This is an optimization exercise on Yosys and OpenROAD, whose aim is small area, a short achievable clock period and few clock cycles per item, not a production implementation. In this exercise RTL edits were held to simulation tests only and were not proved equivalent to the original. Power figures rest on the tool's default switching activity, not on a simulated workload.

==> flow/design.v (excerpt) <==
module pq_engine (
    input  wire        clk,
    input  wire        rst,
    input  wire        cmd_valid,
    output wire        cmd_ready,
    input  wire [2:0]  cmd_op,
    input  wire [1:0]  cmd_width,    
    input  wire [3:0]  cmd_x,
    input  wire [3:0]  cmd_y,
    input  wire [7:0]  cmd_rows,     
    input  wire        in_valid,
    output wire        in_ready,
    input  wire [63:0] in_data,
    output reg         out_valid,
    input  wire        out_ready,
    output wire [63:0] out_a,
    output wire [63:0] out_b
);
Size: about 2700 cells after synthesis, ~210 flip-flops, about 220 I/O pins, about 20000 sq um of cells after synthesis.
clock: 5.5 ns
lec_check: 0
cap_margin: 20
core_margin: 2
core_utilization: 30
setup_slack_margin: 2.5
slew_margin: 20
run.sh (not shown) runs the stock make flow with config.mk's settings and CLKGATE_MAP_FILE= SYNTH_SCRIPT=/design/flow/synth_recipe.tcl, a recipe that flattens the netlist after the stock synthesis.
Testbench counts at the start, summed over its fixed seeds: cycles 23,337, rows 2,762.
Next try:
==> flow/flow/run.sh (new file) <==
#!/bin/bash
# Standard layout, with the port buffers made from buf_2 instead of the
# default delay buffers.
export BUFFER_PORTS_ARGS="-buffer_cell sky130_fd_sc_hd__buf_2"
bash standard.sh > standard.log 2>&1
==> flow/standard.sh (new file) <==
#!/bin/bash
# synth_recipe.tcl (not shown) runs the flow's synth.tcl, then flattens the netlist and writes it again
# the make line also repeats each setting of config.mk as NAME=value (left out here)
make -C /OpenROAD-flow-scripts/flow DESIGN_CONFIG=/design/flow/config.mk WORK_HOME=/design/flow/orfs CLKGATE_MAP_FILE= SYNTH_SCRIPT=/design/flow/synth_recipe.tcl "${@:-finish}"
removed: flow/run.sh
After rerunning: The changed run completed with no timing, DRC or antenna violations. Worst setup slack loses 0.019 ns. Design area fell by a few percent. Fmax fell slightly. Utilization fell by 1.9 points. Worst hold slack hardly moves. Clock power fell by roughly a tenth. Wire length fell slightly. First-iteration DRC count rose by a little under a tenth. Final cell count barely changes.

* * *

willow:
Another version of the RTL of pq_engine (not shown whole).
Size: ~2700 cells after synthesis, ~220 flip-flops, about 21000 sq um of cells after synthesis.
## pq_engine
module pq_engine (
    input  wire        clk,
    input  wire        rst,
    input  wire        cmd_valid,
    output wire        cmd_ready,
    input  wire [2:0]  cmd_op,
    input  wire [1:0]  cmd_width,    
    input  wire [3:0]  cmd_x,
    input  wire [3:0]  cmd_y,
    input  wire [7:0]  cmd_rows,     
    input  wire        in_valid,
    output wire        in_ready,
    input  wire [63:0] in_data,
    output reg         out_valid,
    input  wire        out_ready,
    output wire [63:0] out_a,
    output wire [63:0] out_b
);
  localparam OP_GEN = 3'd0;
  localparam OP_RDP = 3'd1;
  localparam OP_RDQ = 3'd2;
  localparam OP_RDD = 3'd3;
  localparam OP_RMW = 3'd4;
  localparam OP_CHK = 3'd5;
  function [7:0] xt;             
    input [7:0] v;
    xt = {v[6:0], 1'b0} ^ (v[7] ? 8'h1D : 8'h00);
  endfunction
  function [1:0] step;
    input [3:0] p;
    input       rec, dd;         
    input [3:0] mx, my;
    reg         sk1, sk2;
    begin
      sk1  = (rec && p + 4'd1 == mx) || (dd && p + 4'd1 == my);
      sk2  = dd && p + 4'd2 == my;
      step = !sk1 ? 2'd1 : sk2 ? 2'd3 : 2'd2;
    end
  endfunction
  function [7:0] xi;             
    input [7:0] v;
    xi = {1'b0, v[7:1]} ^ (v[0] ? 8'h8E : 8'h00);
  endfunction
  reg        c_act;              
  reg [2:0]  c_op;
  reg [3:0]  c_x, c_y, c_dl, c_cnt;
  reg [7:0]  c_rows;             
  reg [1:0]  c_tl, c_p0, c_s0;
  reg [7:0]  c_off, c_tq;        
  reg        c_fa;
  reg        first;              
  reg        last;               
  reg        ll;                 
  reg        upd;                
  ...
==> flow/config.mk <==
export PLATFORM = sky130hd
export DESIGN_NAME = pq_engine
export DESIGN_NICKNAME = pq_engine
export VERILOG_FILES = /design/flow/design.v
export SDC_FILE = /design/flow/constraint.sdc
export NUM_CORES = 4
export LEC_CHECK = 0
export CAP_MARGIN = 20
export CORE_MARGIN = 2
export CORE_UTILIZATION = 45
export CTS_BUF_LIST = sky130_fd_sc_hd__clkbuf_8
export SETUP_SLACK_MARGIN = 2.75
export SLEW_MARGIN = 20
export TNS_END_PERCENT = 5
==> flow/constraint.sdc <==
create_clock -name core_clock -period 5.5 [get_ports {clk}]
set_input_delay 1.1000 -clock core_clock [delete_from_list [all_inputs] [get_ports {clk}]]
set_output_delay 1.1000 -clock core_clock [all_outputs]
set_load 0.01 [all_outputs]
standard.sh (not shown) runs the stock make flow with config.mk's settings and CLKGATE_MAP_FILE= SYNTH_SCRIPT=/design/flow/synth_recipe.tcl, a recipe that flattens the netlist after the stock synthesis.
==> flow/flow/run.sh <==
#!/bin/bash
# Standard layout, with the port buffers made from buf_2 instead of the
# default delay buffers.
export BUFFER_PORTS_ARGS="-buffer_cell sky130_fd_sc_hd__buf_2"
bash standard.sh > standard.log 2>&1
Testbench counts of willow, summed over its fixed seeds: cycles 23,351, rows 2,762.
Modified inputs, violet compared to willow
--- a/flow/config.mk
+++ b/flow/config.mk
@@ -10,5 +10,4 @@
 export CORE_UTILIZATION = 45
 export CTS_BUF_LIST = sky130_fd_sc_hd__clkbuf_8
-export SETUP_SLACK_MARGIN = 2.75
+export SETUP_SLACK_MARGIN = 2.6
 export SLEW_MARGIN = 20
-export TNS_END_PERCENT = 5
willow → violet: sequential share of layout area grew by 0.23 points, total instance count after detailed placement was more or less identical.
Relative area change from synthesis to final layout: violet vs willow down 1.2 points
[diff] number of vias in the routed layout, violet relative to willow: improvement
violet -> willow: clock latency reported for the late side of the worst-skew pair flat
End-of-flow core utilization: violet lower than willow
Final area in violet vs willow: down about 1%
From willow to violet the numbers moved as follows: clock period minus final worst setup slack now sits at about the same level, worst-case setup margin in the final layout now sits at about the same level, total power divided by cell area now sits lower.
Sum of routed wire length over all layers on violet is up relative to willow.

==> re-timing with driven ports <==
How much do the figures lean on ideal ports? The routed layouts below were timed once more, with nothing changed but the port constraints.
Step 1 sets driving cells, clkbuf_16 on the clock port and buf_2 on the other inputs (assumed; they add their load-dependent delay and slew).
Step 2 adds t to the input delays and takes it off the output delays; t is the mean of the earliest and latest rising clock arrival at the registers after step 1. Input paths then give back, and output paths get back, about the clock's delay inside the block.
Three values: ideal ports, drivers, drivers and shift; two values: the first two.
run	t (ns)	setup WS [ns]	worst data-port slew with drivers (ns)
the first run of note 1	0.639	2.497 / 2.513 / 1.894	0.15
the second run of note 1	0.600	2.478 / 2.495 / 1.900	0.12
willow	0.670	2.627 / 2.638 / 1.989	0.09
violet	0.688	2.627 / 2.648 / 1.960	0.09
After both steps setup and hold are still met in every run listed. For violet, which loses most, drivers alone change the setup slack by +0.021 ns; drivers and shift together by -0.667 ns.
